Background: an optimization exercise with open tools, aiming at small area, a short achievable clock period and few clock cycles per item. Do not read the settings as production practice.
In this exercise RTL edits were held to simulation tests only and were not proved equivalent to the original.

`flow/config.mk`:
```
export PLATFORM = sky130hd
export DESIGN_NAME = gst_ecc
export DESIGN_NICKNAME = gst_ecc
export VERILOG_FILES = /design/flow/design.v
export SDC_FILE = /design/flow/constraint.sdc
export NUM_CORES = 4
export LEC_CHECK = 0
export CAP_MARGIN = 20
export CORE_MARGIN = 2
export CORE_UTILIZATION = 60
export CTS_CLUSTER_DIAMETER = 60
export CTS_CLUSTER_SIZE = 24
export PLACE_DENSITY = 0.72
export SLEW_MARGIN = 20
```
`flow/constraint.sdc`:
```
create_clock -name core_clock -period 25.0 [get_ports {clk}]
set_input_delay 5.0000 -clock core_clock [delete_from_list [all_inputs] [get_ports {clk}]]
set_output_delay 5.0000 -clock core_clock [all_outputs]
set_load 0.01 [all_outputs]
```
`flow/design.v`:
```
module gst_ecc (
    input  wire        clk,
    input  wire        rst,
    input  wire        req_valid,
    output wire        req_ready,
    input  wire [1:0]  req_op,        
    input  wire [33:0] req_addr,      
    input  wire [31:0] req_origin,
    input  wire [79:0] req_cw,        
    input  wire [63:0] req_wdata,     
    input  wire [7:0]  req_wmask,     
    output reg         rsp_valid,
    input  wire        rsp_ready,
    output wire [63:0] rsp_data,
    output wire        rsp_wr,
    output wire [79:0] rsp_cw,
    output wire [1:0]  rsp_weight,    
    output wire        rsp_poison,
    input  wire        stat_clr,      
    input  wire [1:0]  log_clr,       
    output wire [63:0] eccstat,
    output wire [63:0] ecclog,
    output wire [31:0] eccorg
);
    wire [6:0] s1, s3;
    wire par;
    wire sx_0 = req_cw[24] ^ req_cw[75];
    wire sx_1 = req_cw[25] ^ req_cw[76];
    wire sx_2 = req_cw[55] ^ req_cw[72];
    wire sx_3 = req_cw[58] ^ sx_0;
    wire sx_4 = req_cw[17] ^ req_cw[33];
    wire sx_5 = req_cw[30] ^ req_cw[37];
    wire sx_6 = req_cw[23] ^ req_cw[50];
    wire sx_7 = req_cw[27] ^ req_cw[56];
    wire sx_8 = req_cw[19] ^ req_cw[67];
    wire sx_9 = req_cw[38] ^ req_cw[51];
    wire sx_10 = req_cw[59] ^ req_cw[73];
    wire sx_11 = req_cw[60] ^ req_cw[74];
    wire sx_12 = req_cw[8] ^ req_cw[39];
    wire sx_13 = req_cw[9] ^ req_cw[40];
    wire sx_14 = req_cw[16] ^ req_cw[52];
    wire sx_15 = req_cw[28] ^ req_cw[57];
    wire sx_16 = req_cw[26] ^ req_cw[61];
    wire sx_17 = req_cw[20] ^ req_cw[68];
    wire sx_18 = req_cw[21] ^ req_cw[69];
    wire sx_19 = req_cw[7] ^ sx_6;
    wire sx_20 = req_cw[15] ^ sx_9;
    wire sx_21 = req_cw[49] ^ sx_5;
    wire sx_22 = req_cw[78] ^ sx_3;
    wire sx_23 = sx_1 ^ sx_10;
    wire sx_24 = req_cw[29] ^ req_cw[32];
    wire sx_25 = req_cw[13] ^ req_cw[48];
    wire sx_26 = req_cw[18] ^ req_cw[66];
    wire sx_27 = req_cw[31] ^ req_cw[77];
    wire sx_28 = req_cw[22] ^ sx_7;
    wire sx_29 = req_cw[46] ^ req_cw[71];
    wire sx_30 = req_cw[45] ^ sx_2;
    wire sx_31 = req_cw[10] ^ req_cw[34];
    wire sx_32 = req_cw[14] ^ req_cw[36];
    wire sx_33 = req_cw[11] ^ req_cw[41];
    wire sx_34 = req_cw[12] ^ req_cw[47];
    wire sx_35 = req_cw[43] ^ req_cw[53];
    wire sx_36 = req_cw[35] ^ sx_11;
    wire sx_37 = req_cw[42] ^ sx_15;
    wire sx_38 = req_cw[54] ^ sx_8;
    wire sx_39 = req_cw[62] ^ sx_4;
    wire sx_40 = req_cw[70] ^ sx_16;
    wire sx_41 = sx_12 ^ sx_14;
    wire sx_42 = sx_18 ^ sx_20;
    wire sx_43 = sx_17 ^ sx_26;
    wire sx_44 = sx_21 ^ sx_28;
    wire sx_45 = sx_22 ^ sx_30;
    wire sx_46 = req_cw[5] ^ sx_13;
    wire sx_47 = req_cw[3] ^ sx_19;
    wire sx_48 = req_cw[6] ^ sx_44;
    wire sx_49 = req_cw[44] ^ sx_25;
    wire sx_50 = req_cw[64] ^ sx_24;
    wire sx_51 = req_cw[63] ^ sx_31;
    wire sx_52 = sx_23 ^ sx_29;
    wire sx_53 = sx_27 ^ sx_33;
    wire sx_54 = sx_34 ^ sx_41;
    wire sx_55 = sx_32 ^ sx_43;
    wire sx_56 = req_cw[4] ^ req_cw[65];
    wire sx_57 = req_cw[52] ^ req_cw[53];
    wire sx_58 = req_cw[61] ^ sx_39;
    wire sx_59 = sx_4 ^ sx_42;
    wire sx_60 = sx_2 ^ sx_46;
    wire sx_61 = sx_36 ^ sx_37;
    wire sx_62 = sx_40 ^ sx_45;
    wire sx_63 = sx_35 ^ sx_52;
    wire sx_64 = sx_38 ^ sx_49;
    wire sx_65 = sx_47 ^ sx_51;
    wire sx_66 = req_cw[18] ^ req_cw[42];
    wire sx_67 = req_cw[23] ^ req_cw[39];
    wire sx_68 = req_cw[0] ^ req_cw[75];
    wire sx_69 = req_cw[4] ^ req_cw[72];
    wire sx_70 = req_cw[26] ^ req_cw[65];
    wire sx_71 = req_cw[2] ^ sx_13;
    wire sx_72 = req_cw[51] ^ req_cw[57];
    wire sx_73 = req_cw[54] ^ req_cw[74];
    wire sx_74 = req_cw[1] ^ sx_50;
    wire sx_75 = req_cw[47] ^ sx_8;
    wire sx_76 = req_cw[46] ^ sx_19;
    wire sx_77 = req_cw[13] ^ sx_56;
    wire sx_78 = req_cw[71] ^ sx_1;
    wire sx_79 = req_cw[66] ^ sx_16;
    wire sx_80 = req_cw[25] ^ sx_60;
    wire sx_81 = req_cw[41] ^ sx_48;
    wire sx_82 = req_cw[77] ^ sx_18;
    wire sx_83 = req_cw[37] ^ sx_59;
    wire sx_84 = sx_14 ^ sx_22;
    wire sx_85 = sx_17 ^ sx_27;
    wire sx_86 = sx_20 ^ sx_24;
    wire sx_87 = sx_11 ^ sx_37;
    wire sx_88 = sx_12 ^ sx_36;
    wire sx_89 = req_cw[73] ^ sx_57;
    wire sx_90 = req_cw[76] ^ sx_62;
    wire sx_91 = sx_25 ^ sx_35;
    wire sx_92 = sx_23 ^ sx_40;
    wire sx_93 = sx_29 ^ sx_45;
    wire sx_94 = sx_39 ^ sx_53;
    wire sx_95 = sx_54 ^ sx_63;
    wire sx_96 = sx_55 ^ sx_64;
    wire sx_97 = sx_50 ^ sx_72;
    wire sx_98 = sx_61 ^ sx_65;
    wire sx_99 = sx_54 ^ sx_86;
    wire sx_100 = sx_67 ^ sx_82;
    wire sx_101 = sx_70 ^ sx_89;
    wire sx_102 = sx_84 ^ sx_97;
    wire sx_103 = sx_94 ^ sx_98;
    assign s1[0] = (((sx_44 ^ sx_52) ^ (sx_53 ^ (sx_19 ^ sx_38))) ^ (sx_87 ^ ((sx_68 ^ ((req_cw[14] ^ req_cw[44]) ^ (req_cw[55] ^ req_cw[62]))) ^ sx_42)));
    assign s1[1] = ((sx_99 ^ (sx_87 ^ (sx_85 ^ (((req_cw[43] ^ req_cw[56]) ^ sx_6) ^ (req_cw[63] ^ (req_cw[1] ^ req_cw[22])))))) ^ sx_90);
    assign s1[2] = (sx_102 ^ (sx_63 ^ ((sx_100 ^ sx_58) ^ (sx_71 ^ ((req_cw[30] ^ sx_7) ^ sx_49)))));
    assign s1[3] = ((sx_65 ^ (sx_101 ^ (sx_75 ^ ((req_cw[70] ^ (req_cw[11] ^ req_cw[40])) ^ (sx_66 ^ sx_7))))) ^ (sx_83 ^ sx_93));
    assign s1[4] = (((((sx_69 ^ sx_73) ^ sx_28) ^ (sx_9 ^ ((req_cw[34] ^ req_cw[35]) ^ (req_cw[48] ^ req_cw[64])))) ^ (sx_43 ^ ((req_cw[70] ^ (req_cw[19] ^ req_cw[24])) ^ (sx_15 ^ sx_33)))) ^ sx_95);
    assign s1[5] = (((((req_cw[49] ^ req_cw[58]) ^ (req_cw[71] ^ req_cw[75])) ^ (sx_34 ^ ((req_cw[17] ^ req_cw[20]) ^ (req_cw[29] ^ req_cw[36])))) ^ (sx_100 ^ sx_101)) ^ ((sx_61 ^ sx_64) ^ sx_80));
    assign s1[6] = (((sx_55 ^ (((req_cw[50] ^ (req_cw[10] ^ req_cw[21])) ^ sx_91) ^ (sx_73 ^ ((req_cw[29] ^ req_cw[40]) ^ sx_10)))) ^ sx_81) ^ sx_90);
    assign s3[0] = (((sx_58 ^ sx_60) ^ (sx_75 ^ ((req_cw[56] ^ (req_cw[31] ^ req_cw[38])) ^ (sx_15 ^ sx_68)))) ^ (sx_76 ^ ((sx_23 ^ sx_51) ^ sx_55)));
    assign s3[1] = ((((sx_77 ^ sx_85) ^ (sx_8 ^ ((req_cw[50] ^ req_cw[5]) ^ sx_57))) ^ sx_59) ^ (sx_92 ^ (((req_cw[8] ^ (req_cw[14] ^ req_cw[34])) ^ sx_21) ^ (sx_3 ^ sx_30))));
    assign s3[2] = (((sx_79 ^ sx_91) ^ ((((req_cw[19] ^ req_cw[27]) ^ (req_cw[38] ^ req_cw[68])) ^ (sx_13 ^ sx_5)) ^ (sx_41 ^ sx_78))) ^ sx_103);
    assign s3[3] = (sx_83 ^ ((((sx_32 ^ ((req_cw[28] ^ req_cw[48]) ^ (req_cw[59] ^ req_cw[6]))) ^ sx_74) ^ (sx_76 ^ sx_88)) ^ ((sx_79 ^ (sx_3 ^ sx_53)) ^ sx_80)));
    assign s3[4] = (sx_93 ^ (sx_48 ^ (((sx_26 ^ (req_cw[9] ^ (req_cw[16] ^ req_cw[32]))) ^ (sx_38 ^ sx_77)) ^ (sx_58 ^ sx_88))));
    assign s3[5] = (sx_102 ^ (sx_96 ^ (sx_47 ^ (((req_cw[69] ^ (req_cw[12] ^ req_cw[33])) ^ (sx_11 ^ sx_69)) ^ (sx_21 ^ sx_78)))));
    assign s3[6] = (sx_81 ^ (sx_99 ^ (((sx_66 ^ ((req_cw[33] ^ req_cw[36]) ^ (req_cw[60] ^ req_cw[62]))) ^ sx_92) ^ (sx_71 ^ (((req_cw[65] ^ req_cw[67]) ^ (req_cw[78] ^ req_cw[7])) ^ (sx_0 ^ sx_31))))));
    assign par = (sx_103 ^ ((((sx_42 ^ sx_74) ^ (sx_46 ^ (sx_56 ^ (req_cw[79] ^ (req_cw[0] ^ req_cw[2]))))) ^ (sx_48 ^ sx_96)) ^ (sx_62 ^ sx_95)));
    wire [6:0] w3;
    wire [127:0] w3_tab0 = 128'h85171f397d3521e1ec0715d9c155d956;
    wire [127:0] w3_tab1 = 128'h077bca8c40edde83cfa9b8fae20590f0;
    wire [127:0] w3_tab2 = 128'hd3d8a3c4b729aac8883ed3b1ef77e000;
    wire [127:0] w3_tab3 = 128'h9d7459fd639529fbdb72e2c062284688;
    wire [127:0] w3_tab4 = 128'h76d02a17ab13d34bf22b331b534913bc;
    wire [127:0] w3_tab5 = 128'h7a55ce6bcde0f5c45424a2b9e9a25f80;
    wire [127:0] w3_tab6 = 128'h4ae285f65b8d65a17edf971ddc8880a0;
    assign w3 = {w3_tab6[s1], w3_tab5[s1], w3_tab4[s1], w3_tab3[s1], w3_tab2[s1], w3_tab1[s1], w3_tab0[s1]};
    wire [6:0] t;
    wire [6:0] tm_m0 = s3;
    wire [6:0] tm_m1 = {tm_m0[5:3], tm_m0[2] ^ tm_m0[6], tm_m0[1:0], tm_m0[6]};
    wire [6:0] tm_m2 = {tm_m1[5:3], tm_m1[2] ^ tm_m1[6], tm_m1[1:0], tm_m1[6]};
    wire [6:0] tm_m3 = {tm_m2[5:3], tm_m2[2] ^ tm_m2[6], tm_m2[1:0], tm_m2[6]};
    wire [6:0] tm_m4 = {tm_m3[5:3], tm_m3[2] ^ tm_m3[6], tm_m3[1:0], tm_m3[6]};
    wire [6:0] tm_m5 = {tm_m4[5:3], tm_m4[2] ^ tm_m4[6], tm_m4[1:0], tm_m4[6]};
    wire [6:0] tm_m6 = {tm_m5[5:3], tm_m5[2] ^ tm_m5[6], tm_m5[1:0], tm_m5[6]};
    assign t[0] = ((((w3[0] & tm_m0[0]) ^ (w3[1] & tm_m1[0])) ^ ((w3[2] & tm_m2[0]) ^ (w3[3] & tm_m3[0]))) ^ (((w3[4] & tm_m4[0]) ^ (w3[5] & tm_m5[0])) ^ (w3[6] & tm_m6[0])));
    assign t[1] = ((((w3[0] & tm_m0[1]) ^ (w3[1] & tm_m1[1])) ^ ((w3[2] & tm_m2[1]) ^ (w3[3] & tm_m3[1]))) ^ (((w3[4] & tm_m4[1]) ^ (w3[5] & tm_m5[1])) ^ (w3[6] & tm_m6[1])));
    assign t[2] = ((((w3[0] & tm_m0[2]) ^ (w3[1] & tm_m1[2])) ^ ((w3[2] & tm_m2[2]) ^ (w3[3] & tm_m3[2]))) ^ (((w3[4] & tm_m4[2]) ^ (w3[5] & tm_m5[2])) ^ (w3[6] & tm_m6[2])));
    assign t[3] = ((((w3[0] & tm_m0[3]) ^ (w3[1] & tm_m1[3])) ^ ((w3[2] & tm_m2[3]) ^ (w3[3] & tm_m3[3]))) ^ (((w3[4] & tm_m4[3]) ^ (w3[5] & tm_m5[3])) ^ (w3[6] & tm_m6[3])));
    assign t[4] = ((((w3[0] & tm_m0[4]) ^ (w3[1] & tm_m1[4])) ^ ((w3[2] & tm_m2[4]) ^ (w3[3] & tm_m3[4]))) ^ (((w3[4] & tm_m4[4]) ^ (w3[5] & tm_m5[4])) ^ (w3[6] & tm_m6[4])));
    assign t[5] = ((((w3[0] & tm_m0[5]) ^ (w3[1] & tm_m1[5])) ^ ((w3[2] & tm_m2[5]) ^ (w3[3] & tm_m3[5]))) ^ (((w3[4] & tm_m4[5]) ^ (w3[5] & tm_m5[5])) ^ (w3[6] & tm_m6[5])));
    assign t[6] = ((((w3[0] & tm_m0[6]) ^ (w3[1] & tm_m1[6])) ^ ((w3[2] & tm_m2[6]) ^ (w3[3] & tm_m3[6]))) ^ (((w3[4] & tm_m4[6]) ^ (w3[5] & tm_m5[6])) ^ (w3[6] & tm_m6[6])));
    wire [6:0] pl1, pl2, pl3, pl4, pl5, pl6;
    wire px_0 = s1[0] ^ s1[4];
    wire px_1 = s1[1] ^ s1[5];
    wire px_2 = s1[2] ^ s1[6];
    wire px_3 = s1[3] ^ s1[6];
    wire px_4 = s1[2] ^ s1[3];
    wire px_5 = s1[3] ^ px_0;
    wire px_6 = s1[5] ^ px_2;
    wire px_7 = s1[0] ^ s1[1];
    wire px_8 = s1[1] ^ s1[2];
    wire px_9 = s1[0] ^ s1[5];
    wire px_10 = s1[3] ^ px_1;
    assign pl1[0] = s1[3];
    assign pl1[1] = s1[4];
    assign pl1[2] = s1[5];
    assign pl1[3] = px_3;
    assign pl1[4] = px_0;
    assign pl1[5] = px_1;
    assign pl1[6] = px_2;
    assign pl2[0] = px_3;
    assign pl2[1] = px_0;
    assign pl2[2] = px_1;
    assign pl2[3] = px_4;
    assign pl2[4] = px_5;
    assign pl2[5] = (s1[4] ^ px_1);
    assign pl2[6] = px_6;
    assign pl3[0] = px_8;
    assign pl3[1] = (s1[0] ^ px_4);
    assign pl3[2] = (s1[1] ^ px_5);
    assign pl3[3] = (s1[4] ^ s1[5]);
    assign pl3[4] = (s1[5] ^ s1[6]);
    assign pl3[5] = (s1[0] ^ s1[6]);
    assign pl3[6] = px_7;
    assign pl4[0] = (s1[5] ^ px_3);
    assign pl4[1] = (s1[6] ^ px_0);
    assign pl4[2] = (s1[0] ^ px_1);
    assign pl4[3] = (px_1 ^ px_4);
    assign pl4[4] = (px_2 ^ px_5);
    assign pl4[5] = (s1[4] ^ px_10);
    assign pl4[6] = (s1[4] ^ px_6);
    assign pl5[0] = (s1[4] ^ px_2);
    assign pl5[1] = (s1[3] ^ s1[5]);
    assign pl5[2] = (s1[4] ^ s1[6]);
    assign pl5[3] = (px_0 ^ px_6);
    assign pl5[4] = (px_1 ^ px_3);
    assign pl5[5] = (px_0 ^ px_2);
    assign pl5[6] = px_10;
    assign pl6[0] = (s1[4] ^ px_8);
    assign pl6[1] = (px_4 ^ px_9);
    assign pl6[2] = (px_3 ^ (s1[1] ^ px_0));
    assign pl6[3] = px_9;
    assign pl6[4] = (s1[1] ^ s1[6]);
    assign pl6[5] = (s1[0] ^ s1[2]);
    assign pl6[6] = (s1[3] ^ px_7);
    wire [6:0] x1n, x2n;
    assign x1n[0] = ((((t[1] & pl1[0]) ^ (t[2] & pl2[0])) ^ ((t[3] & pl3[0]) ^ (t[4] & pl4[0]))) ^ ((t[5] & pl5[0]) ^ (t[6] & pl6[0])));
    assign x2n[0] = ((((t[1] & pl1[0]) ^ (t[2] & pl2[0])) ^ ((t[3] & pl3[0]) ^ (t[4] & pl4[0]))) ^ (((t[5] & pl5[0]) ^ (t[6] & pl6[0])) ^ s1[0]));
    assign x1n[1] = ((((t[1] & pl1[1]) ^ (t[2] & pl2[1])) ^ ((t[3] & pl3[1]) ^ (t[4] & pl4[1]))) ^ ((t[5] & pl5[1]) ^ (t[6] & pl6[1])));
    assign x2n[1] = ((((t[1] & pl1[1]) ^ (t[2] & pl2[1])) ^ ((t[3] & pl3[1]) ^ (t[4] & pl4[1]))) ^ (((t[5] & pl5[1]) ^ (t[6] & pl6[1])) ^ s1[1]));
    assign x1n[2] = ((((t[1] & pl1[2]) ^ (t[2] & pl2[2])) ^ ((t[3] & pl3[2]) ^ (t[4] & pl4[2]))) ^ ((t[5] & pl5[2]) ^ (t[6] & pl6[2])));
    assign x2n[2] = ((((t[1] & pl1[2]) ^ (t[2] & pl2[2])) ^ ((t[3] & pl3[2]) ^ (t[4] & pl4[2]))) ^ (((t[5] & pl5[2]) ^ (t[6] & pl6[2])) ^ s1[2]));
    assign x1n[3] = ((((t[1] & pl1[3]) ^ (t[2] & pl2[3])) ^ ((t[3] & pl3[3]) ^ (t[4] & pl4[3]))) ^ ((t[5] & pl5[3]) ^ (t[6] & pl6[3])));
    assign x2n[3] = ((((t[1] & pl1[3]) ^ (t[2] & pl2[3])) ^ ((t[3] & pl3[3]) ^ (t[4] & pl4[3]))) ^ (((t[5] & pl5[3]) ^ (t[6] & pl6[3])) ^ s1[3]));
    assign x1n[4] = ((((t[1] & pl1[4]) ^ (t[2] & pl2[4])) ^ ((t[3] & pl3[4]) ^ (t[4] & pl4[4]))) ^ ((t[5] & pl5[4]) ^ (t[6] & pl6[4])));
    assign x2n[4] = ((((t[1] & pl1[4]) ^ (t[2] & pl2[4])) ^ ((t[3] & pl3[4]) ^ (t[4] & pl4[4]))) ^ (((t[5] & pl5[4]) ^ (t[6] & pl6[4])) ^ s1[4]));
    assign x1n[5] = ((((t[1] & pl1[5]) ^ (t[2] & pl2[5])) ^ ((t[3] & pl3[5]) ^ (t[4] & pl4[5]))) ^ ((t[5] & pl5[5]) ^ (t[6] & pl6[5])));
    assign x2n[5] = ((((t[1] & pl1[5]) ^ (t[2] & pl2[5])) ^ ((t[3] & pl3[5]) ^ (t[4] & pl4[5]))) ^ (((t[5] & pl5[5]) ^ (t[6] & pl6[5])) ^ s1[5]));
    assign x1n[6] = ((((t[1] & pl1[6]) ^ (t[2] & pl2[6])) ^ ((t[3] & pl3[6]) ^ (t[4] & pl4[6]))) ^ ((t[5] & pl5[6]) ^ (t[6] & pl6[6])));
    assign x2n[6] = ((((t[1] & pl1[6]) ^ (t[2] & pl2[6])) ^ ((t[3] & pl3[6]) ^ (t[4] & pl4[6]))) ^ (((t[5] & pl5[6]) ^ (t[6] & pl6[6])) ^ s1[6]));
    wire s1z = (s1 == 7'd0);
    wire cz  = (t == 7'd1);
    wire fue = s1z ? (s3 != 7'd0) : (!cz && (par || !t[0]));
    wire is_w = (req_op == 2'd0);
    wire is_m = (req_op == 2'd2);
    wire is_s = (req_op == 2'd3);
    wire [7:0] kmask = is_w ? 8'hFF : is_m ? req_wmask : 8'h00;
    reg  [63:0] xm;
    integer bi;
    always @(*) begin
        for (bi = 0; bi < 8; bi = bi + 1)
            xm[8*bi +: 8] = kmask[bi] ? req_wdata[8*bi +: 8] : req_cw[14 + 8*bi +: 8];
    end
    reg [63:0] q_x;
    reg [7:0]  q_kmask;
    reg [6:0]  x1, x2;
    reg        q_s1z, q_cz, q_fue, q_par, q_pr;
    reg        q_w, q_m, q_s;
    reg [33:0] q_addr;
    reg [31:0] q_origin;
    wire load = !rsp_valid || rsp_ready;
    assign req_ready = load;
    wire take = req_valid && load;     
    always @(posedge clk) begin
        if (rst)
            rsp_valid <= 1'b0;
        else if (load)
            rsp_valid <= req_valid;
        if (take) begin
            q_x      <= xm;
            q_kmask  <= kmask;
            x1       <= x1n;
            x2       <= x2n;
            q_s1z    <= s1z;
            q_cz     <= cz;
            q_fue    <= fue;
            q_par    <= par;
            q_pr     <= req_cw[78];
            q_w      <= is_w;
            q_m      <= is_m;
            q_s      <= is_s;
            q_addr   <= req_addr;
            q_origin <= req_origin;
        end
    end
    wire       v1, p1;
    wire [127:0] v1_tab0 = 128'h341efc53e5ef4f6366edbbb9ab551f7e;
    assign v1 = {v1_tab0[x1]};
    wire [127:0] p1_tab0 = 128'h00000000000040000000000000000000;
    assign p1 = {p1_tab0[x1]};
    wire       v2, p2;
    wire [127:0] v2_tab0 = 128'h341efc53e5ef4f6366edbbb9ab551f7e;
    assign v2 = {v2_tab0[x2]};
    wire [127:0] p2_tab0 = 128'h00000000000040000000000000000000;
    assign p2 = {p2_tab0[x2]};
    wire       ue = q_fue || (!q_s1z && (!v2 || (!q_cz && !v1)));
    wire [1:0] w  = q_s1z ? {1'b0, q_par} : (q_cz && q_par) ? 2'd1 : 2'd2;
    wire       pz = !ue && (q_pr ^ p1 ^ p2);
    assign rsp_weight = q_w ? 2'd0 : ue ? 2'd3 : w;
    assign rsp_poison = !q_w && pz;
    assign rsp_wr     = q_w || q_m || (q_s && !pz && (ue || w != 2'd0));
    wire   enc_p      = (q_m && (ue || pz)) || (q_s && ue);
    wire   q_report   = !q_w && !(q_s && pz);
    wire   q_scrub    = q_s;
    wire       v1n = (v1 || q_cz) && !q_fue;
    wire       v2n = v2 && !q_fue;
    reg [63:0] en;
    integer bj;
    always @(*) begin
        for (bj = 0; bj < 8; bj = bj + 1)
            en[8*bj +: 8] = {8{!q_kmask[bj]}};
    end
    wire [63:0] h1, h2;
    assign h1[0] = (x1 == 7'd65);
    assign h1[1] = (x1 == 7'd11);
    assign h1[2] = (x1 == 7'd22);
    assign h1[3] = (x1 == 7'd44);
    assign h1[4] = (x1 == 7'd88);
    assign h1[5] = (x1 == 7'd57);
    assign h1[6] = (x1 == 7'd114);
    assign h1[7] = (x1 == 7'd109);
    assign h1[8] = (x1 == 7'd83);
    assign h1[9] = (x1 == 7'd47);
    assign h1[10] = (x1 == 7'd94);
    assign h1[11] = (x1 == 7'd53);
    assign h1[12] = (x1 == 7'd106);
    assign h1[13] = (x1 == 7'd93);
    assign h1[14] = (x1 == 7'd51);
    assign h1[15] = (x1 == 7'd102);
    assign h1[16] = (x1 == 7'd69);
    assign h1[17] = (x1 == 7'd3);
    assign h1[18] = (x1 == 7'd6);
    assign h1[19] = (x1 == 7'd12);
    assign h1[20] = (x1 == 7'd24);
    assign h1[21] = (x1 == 7'd48);
    assign h1[22] = (x1 == 7'd96);
    assign h1[23] = (x1 == 7'd73);
    assign h1[24] = (x1 == 7'd27);
    assign h1[25] = (x1 == 7'd54);
    assign h1[26] = (x1 == 7'd108);
    assign h1[27] = (x1 == 7'd81);
    assign h1[28] = (x1 == 7'd43);
    assign h1[29] = (x1 == 7'd86);
    assign h1[30] = (x1 == 7'd37);
    assign h1[31] = (x1 == 7'd74);
    assign h1[32] = (x1 == 7'd29);
    assign h1[33] = (x1 == 7'd58);
    assign h1[34] = (x1 == 7'd116);
    assign h1[35] = (x1 == 7'd97);
    assign h1[36] = (x1 == 7'd75);
    assign h1[37] = (x1 == 7'd31);
    assign h1[38] = (x1 == 7'd62);
    assign h1[39] = (x1 == 7'd124);
    assign h1[40] = (x1 == 7'd113);
    assign h1[41] = (x1 == 7'd107);
    assign h1[42] = (x1 == 7'd95);
    assign h1[43] = (x1 == 7'd55);
    assign h1[44] = (x1 == 7'd110);
    assign h1[45] = (x1 == 7'd85);
    assign h1[46] = (x1 == 7'd35);
    assign h1[47] = (x1 == 7'd70);
    assign h1[48] = (x1 == 7'd5);
    assign h1[49] = (x1 == 7'd10);
    assign h1[50] = (x1 == 7'd20);
    assign h1[51] = (x1 == 7'd40);
    assign h1[52] = (x1 == 7'd80);
    assign h1[53] = (x1 == 7'd41);
    assign h1[54] = (x1 == 7'd82);
    assign h1[55] = (x1 == 7'd45);
    assign h1[56] = (x1 == 7'd90);
    assign h1[57] = (x1 == 7'd61);
    assign h1[58] = (x1 == 7'd122);
    assign h1[59] = (x1 == 7'd125);
    assign h1[60] = (x1 == 7'd115);
    assign h1[61] = (x1 == 7'd111);
    assign h1[62] = (x1 == 7'd87);
    assign h1[63] = (x1 == 7'd39);
    assign h2[0] = (x2 == 7'd65);
    assign h2[1] = (x2 == 7'd11);
    assign h2[2] = (x2 == 7'd22);
    assign h2[3] = (x2 == 7'd44);
    assign h2[4] = (x2 == 7'd88);
    assign h2[5] = (x2 == 7'd57);
    assign h2[6] = (x2 == 7'd114);
    assign h2[7] = (x2 == 7'd109);
    assign h2[8] = (x2 == 7'd83);
    assign h2[9] = (x2 == 7'd47);
    assign h2[10] = (x2 == 7'd94);
    assign h2[11] = (x2 == 7'd53);
    assign h2[12] = (x2 == 7'd106);
    assign h2[13] = (x2 == 7'd93);
    assign h2[14] = (x2 == 7'd51);
    assign h2[15] = (x2 == 7'd102);
    assign h2[16] = (x2 == 7'd69);
    assign h2[17] = (x2 == 7'd3);
    assign h2[18] = (x2 == 7'd6);
    assign h2[19] = (x2 == 7'd12);
    assign h2[20] = (x2 == 7'd24);
    assign h2[21] = (x2 == 7'd48);
    assign h2[22] = (x2 == 7'd96);
    assign h2[23] = (x2 == 7'd73);
    assign h2[24] = (x2 == 7'd27);
    assign h2[25] = (x2 == 7'd54);
    assign h2[26] = (x2 == 7'd108);
    assign h2[27] = (x2 == 7'd81);
    assign h2[28] = (x2 == 7'd43);
    assign h2[29] = (x2 == 7'd86);
    assign h2[30] = (x2 == 7'd37);
    assign h2[31] = (x2 == 7'd74);
    assign h2[32] = (x2 == 7'd29);
    assign h2[33] = (x2 == 7'd58);
    assign h2[34] = (x2 == 7'd116);
    assign h2[35] = (x2 == 7'd97);
    assign h2[36] = (x2 == 7'd75);
    assign h2[37] = (x2 == 7'd31);
    assign h2[38] = (x2 == 7'd62);
    assign h2[39] = (x2 == 7'd124);
    assign h2[40] = (x2 == 7'd113);
    assign h2[41] = (x2 == 7'd107);
    assign h2[42] = (x2 == 7'd95);
    assign h2[43] = (x2 == 7'd55);
    assign h2[44] = (x2 == 7'd110);
    assign h2[45] = (x2 == 7'd85);
    assign h2[46] = (x2 == 7'd35);
    assign h2[47] = (x2 == 7'd70);
    assign h2[48] = (x2 == 7'd5);
    assign h2[49] = (x2 == 7'd10);
    assign h2[50] = (x2 == 7'd20);
    assign h2[51] = (x2 == 7'd40);
    assign h2[52] = (x2 == 7'd80);
    assign h2[53] = (x2 == 7'd41);
    assign h2[54] = (x2 == 7'd82);
    assign h2[55] = (x2 == 7'd45);
    assign h2[56] = (x2 == 7'd90);
    assign h2[57] = (x2 == 7'd61);
    assign h2[58] = (x2 == 7'd122);
    assign h2[59] = (x2 == 7'd125);
    assign h2[60] = (x2 == 7'd115);
    assign h2[61] = (x2 == 7'd111);
    assign h2[62] = (x2 == 7'd87);
    assign h2[63] = (x2 == 7'd39);
    assign rsp_data = q_x ^ (((h1 & {64{v2n}}) | (h2 & {64{v1n}})) & en);
    wire [14:0] encd;
    wire ex_0 = rsp_data[3] ^ rsp_data[14];
    wire ex_1 = rsp_data[17] ^ rsp_data[43];
    wire ex_2 = rsp_data[0] ^ rsp_data[22];
    wire ex_3 = rsp_data[1] ^ rsp_data[23];
    wire ex_4 = rsp_data[2] ^ rsp_data[24];
    wire ex_5 = rsp_data[4] ^ rsp_data[26];
    wire ex_6 = rsp_data[5] ^ rsp_data[27];
    wire ex_7 = rsp_data[25] ^ rsp_data[30];
    wire ex_8 = rsp_data[13] ^ rsp_data[46];
    wire ex_9 = rsp_data[31] ^ rsp_data[47];
    wire ex_10 = rsp_data[37] ^ rsp_data[62];
    wire ex_11 = rsp_data[38] ^ rsp_data[63];
    wire ex_12 = rsp_data[9] ^ rsp_data[29];
    wire ex_13 = rsp_data[18] ^ rsp_data[44];
    wire ex_14 = rsp_data[6] ^ rsp_data[61];
    wire ex_15 = rsp_data[33] ^ rsp_data[58];
    wire ex_16 = rsp_data[32] ^ ex_5;
    wire ex_17 = rsp_data[50] ^ rsp_data[53];
    wire ex_18 = rsp_data[56] ^ ex_0;
    wire ex_19 = ex_7 ^ ex_9;
    wire ex_20 = rsp_data[12] ^ rsp_data[45];
    wire ex_21 = rsp_data[10] ^ rsp_data[48];
    wire ex_22 = rsp_data[11] ^ rsp_data[49];
    wire ex_23 = rsp_data[28] ^ rsp_data[42];
    wire ex_24 = rsp_data[7] ^ ex_10;
    wire ex_25 = rsp_data[39] ^ ex_3;
    wire ex_26 = rsp_data[40] ^ ex_2;
    wire ex_27 = rsp_data[41] ^ ex_8;
    wire ex_28 = rsp_data[52] ^ ex_1;
    wire ex_29 = rsp_data[55] ^ ex_4;
    wire ex_30 = rsp_data[60] ^ ex_6;
    wire ex_31 = rsp_data[15] ^ rsp_data[57];
    wire ex_32 = rsp_data[20] ^ rsp_data[59];
    wire ex_33 = rsp_data[21] ^ ex_11;
    wire ex_34 = rsp_data[19] ^ ex_14;
    wire ex_35 = rsp_data[54] ^ ex_19;
    wire ex_36 = ex_16 ^ ex_17;
    wire ex_37 = ex_20 ^ ex_21;
    wire ex_38 = ex_15 ^ ex_30;
    wire ex_39 = rsp_data[16] ^ rsp_data[50];
    wire ex_40 = rsp_data[8] ^ ex_13;
    wire ex_41 = rsp_data[34] ^ rsp_data[59];
    wire ex_42 = rsp_data[35] ^ ex_24;
    wire ex_43 = rsp_data[51] ^ ex_12;
    wire ex_44 = rsp_data[29] ^ ex_38;
    wire ex_45 = rsp_data[44] ^ ex_23;
    wire ex_46 = rsp_data[54] ^ ex_26;
    wire ex_47 = rsp_data[61] ^ ex_25;
    wire ex_48 = ex_22 ^ ex_27;
    wire ex_49 = ex_18 ^ ex_37;
    wire ex_50 = ex_31 ^ ex_48;
    wire ex_51 = rsp_data[14] ^ rsp_data[33];
    wire ex_52 = rsp_data[1] ^ rsp_data[57];
    wire ex_53 = rsp_data[13] ^ rsp_data[49];
    wire ex_54 = rsp_data[0] ^ ex_0;
    wire ex_55 = rsp_data[26] ^ rsp_data[43];
    wire ex_56 = rsp_data[30] ^ rsp_data[45];
    wire ex_57 = rsp_data[34] ^ rsp_data[41];
    wire ex_58 = rsp_data[40] ^ rsp_data[42];
    wire ex_59 = rsp_data[10] ^ ex_13;
    wire ex_60 = rsp_data[4] ^ ex_28;
    wire ex_61 = rsp_data[35] ^ rsp_data[62];
    wire ex_62 = rsp_data[5] ^ ex_29;
    wire ex_63 = rsp_data[24] ^ ex_11;
    wire ex_64 = rsp_data[36] ^ rsp_data[63];
    wire ex_65 = rsp_data[36] ^ ex_3;
    wire ex_66 = rsp_data[23] ^ ex_18;
    wire ex_67 = rsp_data[51] ^ rsp_data[55];
    wire ex_68 = rsp_data[12] ^ ex_32;
    wire ex_69 = rsp_data[11] ^ ex_35;
    wire ex_70 = rsp_data[48] ^ ex_1;
    wire ex_71 = rsp_data[7] ^ ex_44;
    wire ex_72 = rsp_data[8] ^ ex_46;
    wire ex_73 = rsp_data[16] ^ ex_42;
    wire ex_74 = rsp_data[46] ^ ex_19;
    wire ex_75 = rsp_data[28] ^ ex_41;
    wire ex_76 = rsp_data[60] ^ ex_12;
    wire ex_77 = ex_2 ^ ex_8;
    wire ex_78 = rsp_data[32] ^ ex_47;
    wire ex_79 = rsp_data[39] ^ ex_43;
    wire ex_80 = ex_4 ^ ex_34;
    wire ex_81 = ex_14 ^ ex_29;
    wire ex_82 = ex_26 ^ ex_36;
    wire ex_83 = ex_23 ^ ex_40;
    wire ex_84 = ex_24 ^ ex_54;
    wire ex_85 = ex_28 ^ ex_53;
    wire ex_86 = ex_33 ^ ex_52;
    wire ex_87 = ex_27 ^ ex_63;
    wire ex_88 = ex_39 ^ ex_57;
    wire ex_89 = ex_49 ^ ex_55;
    wire ex_90 = ex_45 ^ ex_68;
    wire ex_91 = ex_66 ^ ex_82;
    assign encd[0] = (((ex_40 ^ ex_70) ^ (ex_75 ^ ex_77)) ^ (ex_79 ^ (((ex_31 ^ ex_51) ^ (ex_56 ^ ex_6)) ^ ((rsp_data[37] ^ ex_17) ^ ex_34))));
    assign encd[1] = ((ex_85 ^ ((ex_21 ^ ex_32) ^ (ex_9 ^ ((rsp_data[38] ^ rsp_data[57]) ^ ex_17)))) ^ (ex_73 ^ ((ex_38 ^ ex_47) ^ ex_72)));
    assign encd[2] = ((((ex_29 ^ ex_33) ^ ex_46) ^ (ex_65 ^ ((ex_10 ^ ex_56) ^ (rsp_data[43] ^ (rsp_data[19] ^ rsp_data[32]))))) ^ (ex_44 ^ ex_50));
    assign encd[3] = ((ex_88 ^ (ex_15 ^ ((rsp_data[22] ^ rsp_data[37]) ^ ex_11))) ^ (((ex_18 ^ ex_25) ^ ex_74) ^ (ex_81 ^ ex_90)));
    assign encd[4] = (ex_91 ^ ((ex_74 ^ ex_80) ^ (ex_83 ^ ((((rsp_data[21] ^ rsp_data[33]) ^ (rsp_data[38] ^ rsp_data[9])) ^ ex_30) ^ ex_42))));
    assign encd[5] = ((ex_84 ^ ex_87) ^ ((ex_35 ^ ex_36) ^ (ex_65 ^ ((rsp_data[17] ^ ex_32) ^ ex_59))));
    assign encd[6] = (((ex_36 ^ ex_81) ^ ex_69) ^ (ex_86 ^ (((ex_1 ^ ex_41) ^ ex_45) ^ (ex_76 ^ ex_77))));
    assign encd[7] = (ex_71 ^ (ex_89 ^ (((((rsp_data[22] ^ rsp_data[2]) ^ ex_13) ^ (ex_61 ^ ex_67)) ^ ex_35) ^ ex_78)));
    assign encd[8] = (((ex_28 ^ (((rsp_data[18] ^ rsp_data[31]) ^ ex_10) ^ (ex_22 ^ ex_64))) ^ (ex_62 ^ ex_79)) ^ ex_91);
    assign encd[9] = (((((rsp_data[25] ^ ex_12) ^ ex_75) ^ ex_49) ^ (ex_60 ^ ex_87)) ^ (ex_72 ^ ex_78));
    assign encd[10] = (ex_50 ^ (((((rsp_data[47] ^ rsp_data[53]) ^ ex_5) ^ (ex_51 ^ ex_58)) ^ ((ex_61 ^ ex_7) ^ ex_25)) ^ ((ex_59 ^ ex_76) ^ ex_62)));
    assign encd[11] = ((ex_69 ^ ex_89) ^ (ex_80 ^ (ex_88 ^ (((rsp_data[15] ^ rsp_data[58]) ^ ex_58) ^ (ex_6 ^ ex_64)))));
    assign encd[12] = ((ex_50 ^ ex_73) ^ (ex_90 ^ ((((rsp_data[31] ^ rsp_data[3]) ^ ex_67) ^ (rsp_data[6] ^ (rsp_data[25] ^ rsp_data[27]))) ^ (ex_16 ^ ex_70))));
    assign encd[13] = ((((((rsp_data[14] ^ rsp_data[36]) ^ (rsp_data[47] ^ rsp_data[56])) ^ (ex_20 ^ ex_39)) ^ (ex_16 ^ ex_33)) ^ (ex_83 ^ ex_85)) ^ ex_71);
    assign encd[14] = ((ex_84 ^ ex_86) ^ (((ex_34 ^ ex_37) ^ ex_60) ^ (ex_43 ^ ((ex_15 ^ ex_22) ^ (rsp_data[2] ^ (rsp_data[20] ^ rsp_data[27]))))));
    wire [14:0] colp = 15'h15af;    
    wire [14:0] cw15 = encd ^ ({15{enc_p}} & colp);
    assign rsp_cw = {cw15[14], enc_p, rsp_data, cw15[13:0]};
    reg [31:0] ce1_cnt;
    reg [15:0] ce2_cnt;
    reg [15:0] ue_cnt;
    reg [33:0] log_addr;
    reg [1:0]  log_weight;
    reg        log_poison;
    reg        log_scrub;
    reg        log_valid;
    reg        log_ovf;
    reg [31:0] org;
    wire       rsp_fire  = rsp_valid && rsp_ready;
    wire       ev_bad    = rsp_poison || (rsp_weight == 2'd3);
    wire       ev_ce1    = rsp_fire && q_report && !ev_bad && (rsp_weight == 2'd1);
    wire       ev_ce2    = rsp_fire && q_report && !ev_bad && (rsp_weight == 2'd2);
    wire       ev_ue     = rsp_fire && q_report && ev_bad;
    wire       ev_log    = ev_ce1 || ev_ce2 || ev_ue;
    wire [31:0] ce1_base = stat_clr ? 32'd0 : ce1_cnt;
    wire [15:0] ce2_base = stat_clr ? 16'd0 : ce2_cnt;
    wire [15:0] ue_base  = stat_clr ? 16'd0 : ue_cnt;
    wire        valid_base = log_valid && !log_clr[0];
    wire        ovf_base   = log_ovf && !log_clr[1];
    always @(posedge clk) begin
        if (rst) begin
            ce1_cnt    <= 32'd0;
            ce2_cnt    <= 16'd0;
            ue_cnt     <= 16'd0;
            log_addr   <= 34'd0;
            log_weight <= 2'd0;
            log_poison <= 1'b0;
            log_scrub  <= 1'b0;
            log_valid  <= 1'b0;
            log_ovf    <= 1'b0;
            org        <= 32'd0;
        end else begin
            ce1_cnt <= (ev_ce1 && ce1_base != 32'hFFFF_FFFF) ? ce1_base + 32'd1 : ce1_base;
            ce2_cnt <= (ev_ce2 && ce2_base != 16'hFFFF) ? ce2_base + 16'd1 : ce2_base;
            ue_cnt  <= (ev_ue  && ue_base  != 16'hFFFF) ? ue_base  + 16'd1 : ue_base;
            log_valid <= valid_base || ev_log;
            log_ovf   <= ovf_base || (ev_log && valid_base);
            if (ev_log && !valid_base) begin
                log_addr   <= q_addr;
                log_weight <= ev_bad ? 2'd3 : rsp_weight;
                log_poison <= rsp_poison;
                log_scrub  <= q_scrub;
                org        <= q_origin;
            end
        end
    end
    assign eccstat = {ue_cnt, ce2_cnt, ce1_cnt};
    assign ecclog  = {21'd0, log_ovf, log_valid, log_scrub, log_poison, log_weight, log_addr, 3'd0};
    assign eccorg  = org;
endmodule
```
`flow/flow/run.sh`:
```
#!/bin/bash
# The standard layout, with the ports buffered by the smallest buffer
# (sky130_fd_sc_hd__buf_1) instead of the default delay buffer, and timing
# repair aiming 14.25 ns below the clock period.
set -euo pipefail
bash standard.sh "BUFFER_PORTS_ARGS=-buffer_cell sky130_fd_sc_hd__buf_1" SETUP_SLACK_MARGIN=14.25 finish > standard_flow.log 2>&1
```
`flow/standard.sh`:
```
#!/bin/bash
# synth_recipe.tcl (not shown) runs the flow's synth.tcl, then flattens the netlist and writes it again
# the make line also repeats each setting of config.mk as NAME=value (left out here)
make -C /OpenROAD-flow-scripts/flow DESIGN_CONFIG=/design/flow/config.mk WORK_HOME=/design/flow/orfs CLKGATE_MAP_FILE= SYNTH_SCRIPT=/design/flow/synth_recipe.tcl "${@:-finish}"
```
==> impl_metrics.json, run 1 <==
{
  "wl_per_cell_um": 22.8,
  "hpwl_um": 59700,
  "maxSlewHeadroom_pct": 21.8,
  "layout.cells.non_filler": 3425,
  "crit_required_ps": 25270,
  "wl_um": 78000,
  "cap_violations": 0,
  "synth_flop_cell": "edfxtp_1",
  "die_w_um": 201,
  "num_rows": 72,
  "endpoint_kind": "flop",
  "gr-usage-met2_pct": 60.1,
  "clkLatencyLatePin_ps": 540,
  "initial_core_util_pct": 60.4,
  "clock-sinks": 297,
  "grt_max_degree": 83,
  "drt-pass1-iter-count": 6,
  "synth-edff-count": 160,
  "fin_tns_setup_ps": 0,
  "core_um2": 38500,
  "synth_area_um2": 23300,
  "yosysSeqAreaShare_pct": 32.5,
  "drive_gt1_share_pct": 9.74,
  "cts_tree": "built",
  "die_area_um2": 40300,
  "startpoint_type": "input port",
  "cts_max_path_buffers": 3,
  "setup_violations": 0,
  "dp_cells": 3356,
  "postCtsHoldBufs": 0,
  "period_share_pct": 42.7,
  "first_global_vias": 19000,
  "ys_ff_latch": 297,
  "fillCellCount": 3050,
  "grt_pass1_wl_um": 114000,
  "final_common_cell": "buf_1",
  "final_nets": 3147,
  "async_flop_share_pct": 0,
  "final.setup_skew_ps": 29.0,
  "n_antenna_cell": 0,
  "grt_use_met1_pct": 47.6,
  "grt_use_met3_pct": 7.32,
  "rsz0062_at_grt": "true",
  "antenna_found_initial": 4,
  "synth_cell_types": 86,
  "final_cell_mix": "buf_1 (499), xnor2_1 (459), nand2_1 (250)",
  "path_class": "input port to flop",
  "vias": 20400,
  "worst_slew_pin_slew_ps": 1170,
  "hold_viol_final": 0,
  "gp_congestion": 1.14,
  "root_buffer": "clkbuf_16",
  "syn_inst": 2498,
  "cts_inserted_buffers": 22,
  "path_clk_slew_ps": 80,
  "fp.dieH_um": 201,
  "drc": 0,
  "slew_violations": 0,
  "yosys_warnings": 1,
  "path_max_fanout": 28,
  "syn_to_final_growth_pct": 14.0,
  "ant_nets": 0,
  "gr-total-overflow": 0,
  "port_buffers": 512,
  "drt_iter0_markers": 2319,
  "cp_data_arrival_time_ps": 10950,
  "fin_crit_ps": 10680,
  "htree_levels": 1,
  "track_usage_pct": 36.6,
  "top_usage_layer": "met2",
  "status": "no timing/DRC/antenna violations",
  "fmax_ghz": 0.0937,
  "hold_path_class": "flop to flop",
  "ioPinCount": 537,
  "post_synth.cell_area_avg_um2": 9.31,
  "viasPerCell": 5.96
}
## final cells by class
type / instances / area (µm²) / area share [%]
well taps: 518 / 648 / 2.45
clock buffers: 24 / 579 / 2.19
inverters: 104 / 419 / 1.58
flip-flops and latches: 297 / 7550 / 28.5
multi-input cells: 1909 / 14700 / 55.5
repair buffers: 557 / 2340 / 8.84
clock inverters: 16 / 250 / 0.944
## cell families (layout without fill, tap and decap cells)
| family | Yosys count | in the layout | synth area share, % |
|---|---|---|---|
| DFF | 297 | 297 | 32.5 |
| muxes | 102 | 102 | 5.10 |
| buffers and inverters | 316 | 701 | 7.06 |
| other | 1 | 24 | 0.0161 |
| adders and majority gates | 29 | 29 | 1.56 |
| xor gates and xnor gates | 676 | 677 | 29.3 |
| and+or+nand+nor | 707 | 707 | 13.7 |
| AOI/OAI and AO/OA | 370 | 370 | 10.8 |
## critical path, stage by stage
cell and delay (ps):
buf_1 230, xnor2_1 420, xor3_1 490, xnor2_1 310, xnor3_1 480, buf_8 200, clkinvlp_4 100, buf_6 260
ha_4 270, nand2_1 140, a2111oi_2 450, a311oi_1 120, o311ai_2 190, a21oi_1 200, xnor2_1 460, xnor3_2 530
clkbuf_4 230, o22a_1 210, o21ai_0 330, xnor2_1 140, xnor2_1 140
## worst paths after layout
kind / startpoint / endpoint / slack [ps] / cells after the start
hold / removal: org[16] / org[16] / 450 / 2
setup reg to reg: x1[0] / ce1_cnt[31] / 19950 / 17
setup / recovery: req_cw[29] / x2[2] / 14320 / 21
hold reg to reg: org[16] / org[16] / 450 / 2
## through the flow
stage / hold slack (ps) / instance area, µm² / utilization, % / worst slack, ps
2_1_floorplan: 437 / 23300 / - / 14490
3_3_place_gp: 442 / 24800 / 64.5 / 12820
3_5_place_dp: 446 / 24800 / 64.5 / 12880
4_1_cts: 457 / 25900 / 67.4 / 14250
5_1_grt: 474 / 26500 / 68.9 / 14170
6_report: 455 / 26500 / 68.9 / 14320
## cell usage after synthesis (38+ instances only)
library cell	n	area share, %
edfxtp_1	160	21
nand3_1	38	0.82
nor3_1	39	0.84
xnor3_1	46	4.5
dfxtp_1	137	12
o21ai_0	39	0.84
buf_4	109	3.5
nor2_1	224	3.6
xnor2_1	496	19
a21oi_1	141	3.0
inv_1	100	1.6
mux2_2	71	3.4
clkbuf_1	74	1.2
o22a_1	53	2.0
nand2_1	252	4.1
xor2_1	115	4.3
## state kept, by name (all words and copies together), names as in the netlist, 2 cells and up
name / count
q_origin: 32
org: 32
x1: 7
ue_cnt: 16
log_weight: 2
q_addr: 34
q_x: 64
log_addr: 34
q_kmask: 8
x2: 7
ce1_cnt: 32
ce2_cnt: 16
## per-layer routing
layer | vias to the layer above | wire length (µm)
met5 | - | 14
met4 | 2 | 3820
li1 | 9174 | -
met2 | 1225 | 36600
met3 | 253 | 7580
met1 | 9760 | 30000
## what timing repair did
action	in CTS	in global routing
gates resized for setup	43	76
setup buffers	10	17
endpoints found under the setup margin	31	30
cloned	0	1
pin swaps	4	7
Testbench counts, summed over its fixed seeds: cycles 12,008, items 12,000.
==> inputs of run 2 (changes only) <==
--- a/flow/config.mk
+++ b/flow/config.mk
@@ -7,8 +7,8 @@
 export LEC_CHECK = 0
 export CAP_MARGIN = 20
 export CORE_MARGIN = 2
-export CORE_UTILIZATION = 60
+export CORE_UTILIZATION = 50
 export CTS_CLUSTER_DIAMETER = 60
 export CTS_CLUSTER_SIZE = 24
-export PLACE_DENSITY = 0.72
+export PLACE_DENSITY = 0.65
 export SLEW_MARGIN = 20
==> impl_metrics.json, run 2 <==
{
  "grt_pass1_wl_um": 117000,
  "synth.most_common_cell": "xnor2_1",
  "port_buffers": 512,
  "gr-usage-met2_pct": 54.1,
  "largest_reg_flops": 64,
  "wl_um": 80700,
  "synth-edff-count": 160,
  "design_area_um2": 26700,
  "grt_use_met3_pct": 4.83,
  "clock-sinks": 297,
  "rsz0062_at_grt": "true",
  "min_path_cells": 2,
  "grt_use_met1_pct": 43.1,
  "fp.dieH_um": 220,
  "path_class": "input port to flop",
  "track_usage_pct": 32.1,
  "wl_per_cell_um": 22.9,
  "fin_crit_ps": 10580,
  "postCtsHoldBufs": 0,
  "root_buffer": "clkbuf_16",
  "antenna_found_initial": 7,
  "syn_inst": 2498,
  "final_nets": 3152,
  "die_area_um2": 48200,
  "drc": 0,
  "cp_data_arrival_time_ps": 10870,
  "hold_path_class": "flop to flop",
  "htree_levels": 1,
  "viasPerCell": 5.66,
  "final.setup_skew_ps": 28.9,
  "synth_flop_cell": "edfxtp_1",
  "synth_xor_xnor_area_share_pct": 29.3,
  "drive_gt1_share_pct": 9.88,
  "crit_required_ps": 25290,
  "fillCellCount": 4235,
  "period_share_pct": 42.3,
  "cts_tree": "built",
  "num_rows": 79,
  "top_usage_layer": "met2",
  "ant_nets": 0,
  "drt_iter0_markers": 2073,
  "synth_cell_types": 86,
  "hold_viol_final": 0,
  "hpwl_um": 63200,
  "drt-pass1-iter-count": 6,
  "vias": 19900,
  "grt_max_degree": 105,
  "placed_cell_area_um2": 24900,
  "yosysTopAreaCellShare_pct": 20.7,
  "yosysTopAreaCell": "edfxtp_1",
  "yosys.area_share.simple_pct": 13.7,
  "fmax_ghz": 0.0945,
  "max_stage_delay_ps": 520,
  "startpoint_type": "input port",
  "yosys_warnings": 1,
  "die_w_um": 220,
  "gr-total-overflow": 0,
  "synth_area_um2": 23300,
  "maxSlewHeadroom_pct": 29.6,
  "cap_violations": 0,
  "critPathSlowestCell": "xnor3_1",
  "slew_violations": 0,
  "path_max_fanout": 60,
  "yosys-top-cells-count": "xnor2_1 (496), nand2_1 (252), nor2_1 (224), edfxtp_1 (160), a21oi_1 (141)",
  "setup_violations": 0,
  "cts_inserted_buffers": 24,
  "first_global_vias": 18700,
  "gp_congestion": 1.05,
  "clkLatencyLatePin_ps": 560,
  "cts_max_path_buffers": 3,
  "regMostFlops": "q_x",
  "netlist_top_cells_area": "edfxtp_1 (21%), xnor2_1 (19%), dfxtp_1 (12%)",
  "core_um2": 46300,
  "synthAdderAreaFrac_pct": 1.56,
  "ff2ff_path_depth": 17,
  "final_cell_mix": "buf_1 (504), xnor2_1 (457), nand2_1 (250)",
  "fin_tns_setup_ps": 0,
  "reg.largest.list": "q_x: 64 flops, log_addr: 34 flops, q_addr: 34 flops",
  "synth.mux.area_fraction_pct": 5.10,
  "initial_core_util_pct": 50.3,
  "worst_slew_pin_slew_ps": 1060,
  "yosysSeqAreaShare_pct": 32.5,
  "status": "no timing/DRC/antenna violations",
  "post_synth.cell_area_avg_um2": 9.31,
  "ioPinCount": 537,
  "synth-compound-area-share_pct": 10.8,
  "cp_common_cell": "xnor2_1",
  "final_common_cell": "buf_1",
  "path_cells": "buf_1 > xnor2_1 > xnor2_2 > xnor3_1 > xor3_2 > buf_6 > inv_4 > ha_1 > nor2_1 > a311o_1 > o21ai_0 > a311o_1 > and2_1 > nor2_1 > xnor3_1 > xnor3_2 > or3_1 > o211ai_1 > xnor2_1 > xnor2_1 > xnor2_1",
  "syn_to_final_growth_pct": 14.7,
  "path_clk_slew_ps": 90,
  "ys_ff_latch": 297,
  "synth_top_family_by_area": "XOR/XNOR gates",
  "async_flop_share_pct": 0,
  "endpoint_kind": "flop"
}
run 2: cell counts after synthesis:
No cell type changed its count.
run 2: worst paths after layout:
path | from | to | slack [ps]
hold / removal | org[11] | org[11] | 460
setup / recovery | req_cw[76] | x2[3] | 14420
setup reg to reg | x1[1] | ce1_cnt[25] | 20030
hold reg to reg | org[11] | org[11] | 460
run 2: area by class of cell:
cell class	count	area, µm²	area share [%]
repair buffers	561	2330	8.75
clock inverters	18	268	1.00
multi-input cells	1908	14700	55.1
clock buffers	26	618	2.32
well taps	607	759	2.85
flip-flops and latches	297	7550	28.3
diodes	2	5.00	0.0188
inverters	104	429	1.61
run 2: cells by family (layout without fill, tap and decap cells):
kind of cell | count (synthesis) | in the layout
xor gates and xnor gates | 676 | 676
and+or+nand+nor | 707 | 707
adders and majority gates | 29 | 29
muxes | 102 | 102
other | 1 | 26
AOI/OAI and AO/OA | 370 | 370
buffers and inverters | 316 | 709
DFF | 297 | 297
run 2: layer usage:
metal  vias up  wire, µm
li1       9174         -
met1      9610     33400
met2       996     38800
met3       145      6120
met4         8      2300
met5         -        51
run 2: through the flow:
| stage | worst slack (ps) | hold slack [ps] | std cells | utilization, % |
|---|---|---|---|---|
| final | 14420 | 458 | 3523 | 57.6 |
| after global routing | 14220 | 471 | 3522 | 57.6 |
| after floorplan | 14490 | 437 | 2521 | - |
| after CTS | 14200 | 457 | 3505 | 56.5 |
| after detailed placement | 12920 | 446 | 3445 | 53.9 |
| after global placement | 12890 | 442 | 3444 | 53.9 |
run 2: timing repair:
item	4_1_cts	5_1_grt
buffers inserted	16	16
endpoints found under the setup margin	31	30
resized for setup	46	68
pin swaps	5	12
run 2: worst max-delay path: cells and delay by family:
| family | cells | cell delay [ps] |
|---|---|---|
| AOI/OAI and AO/OA | 4 | 770 |
| xor gates and xnor gates | 9 | 2890 |
| adders and majority gates | 1 | 270 |
| buffers and inverters | 3 | 1040 |
| and+or+nand+nor | 4 | 830 |

==> separate check: timing with driven ports <==
In the flow no input, the clock included, has a driving cell. The finished layouts below were timed again as built, in two steps. Step 1 (the two cells are an assumption about what drives the block):
set clk [get_ports {clk}]
set_driving_cell -lib_cell sky130_fd_sc_hd__clkbuf_16 $clk
set_driving_cell -lib_cell sky130_fd_sc_hd__buf_2 [delete_from_list [all_inputs] $clk]
Step 2 adds t to the input delays and takes it off the output delays; t is the mean of the earliest and latest rising clock arrival at the registers after step 1. Input paths then give back, and output paths get back, about the clock's delay inside the block. Slacks: ideal / step 1 / step 2; pairs: ideal / step 1.
run	t, ns	slack for setup (ns)	slew at the worst register clock pin (ns)	worst slew at a driven data input, ns
run 1	0.578	14.325 / 14.342 / 13.776	0.09 / 0.09	0.09
run 2	0.605	14.422 / 14.424 / 13.853	0.09 / 0.09	0.09
After both steps every run listed still meets setup and hold. For run 2, which loses most, drivers alone change the setup slack by +0.002 ns; drivers and shift together by -0.569 ns.
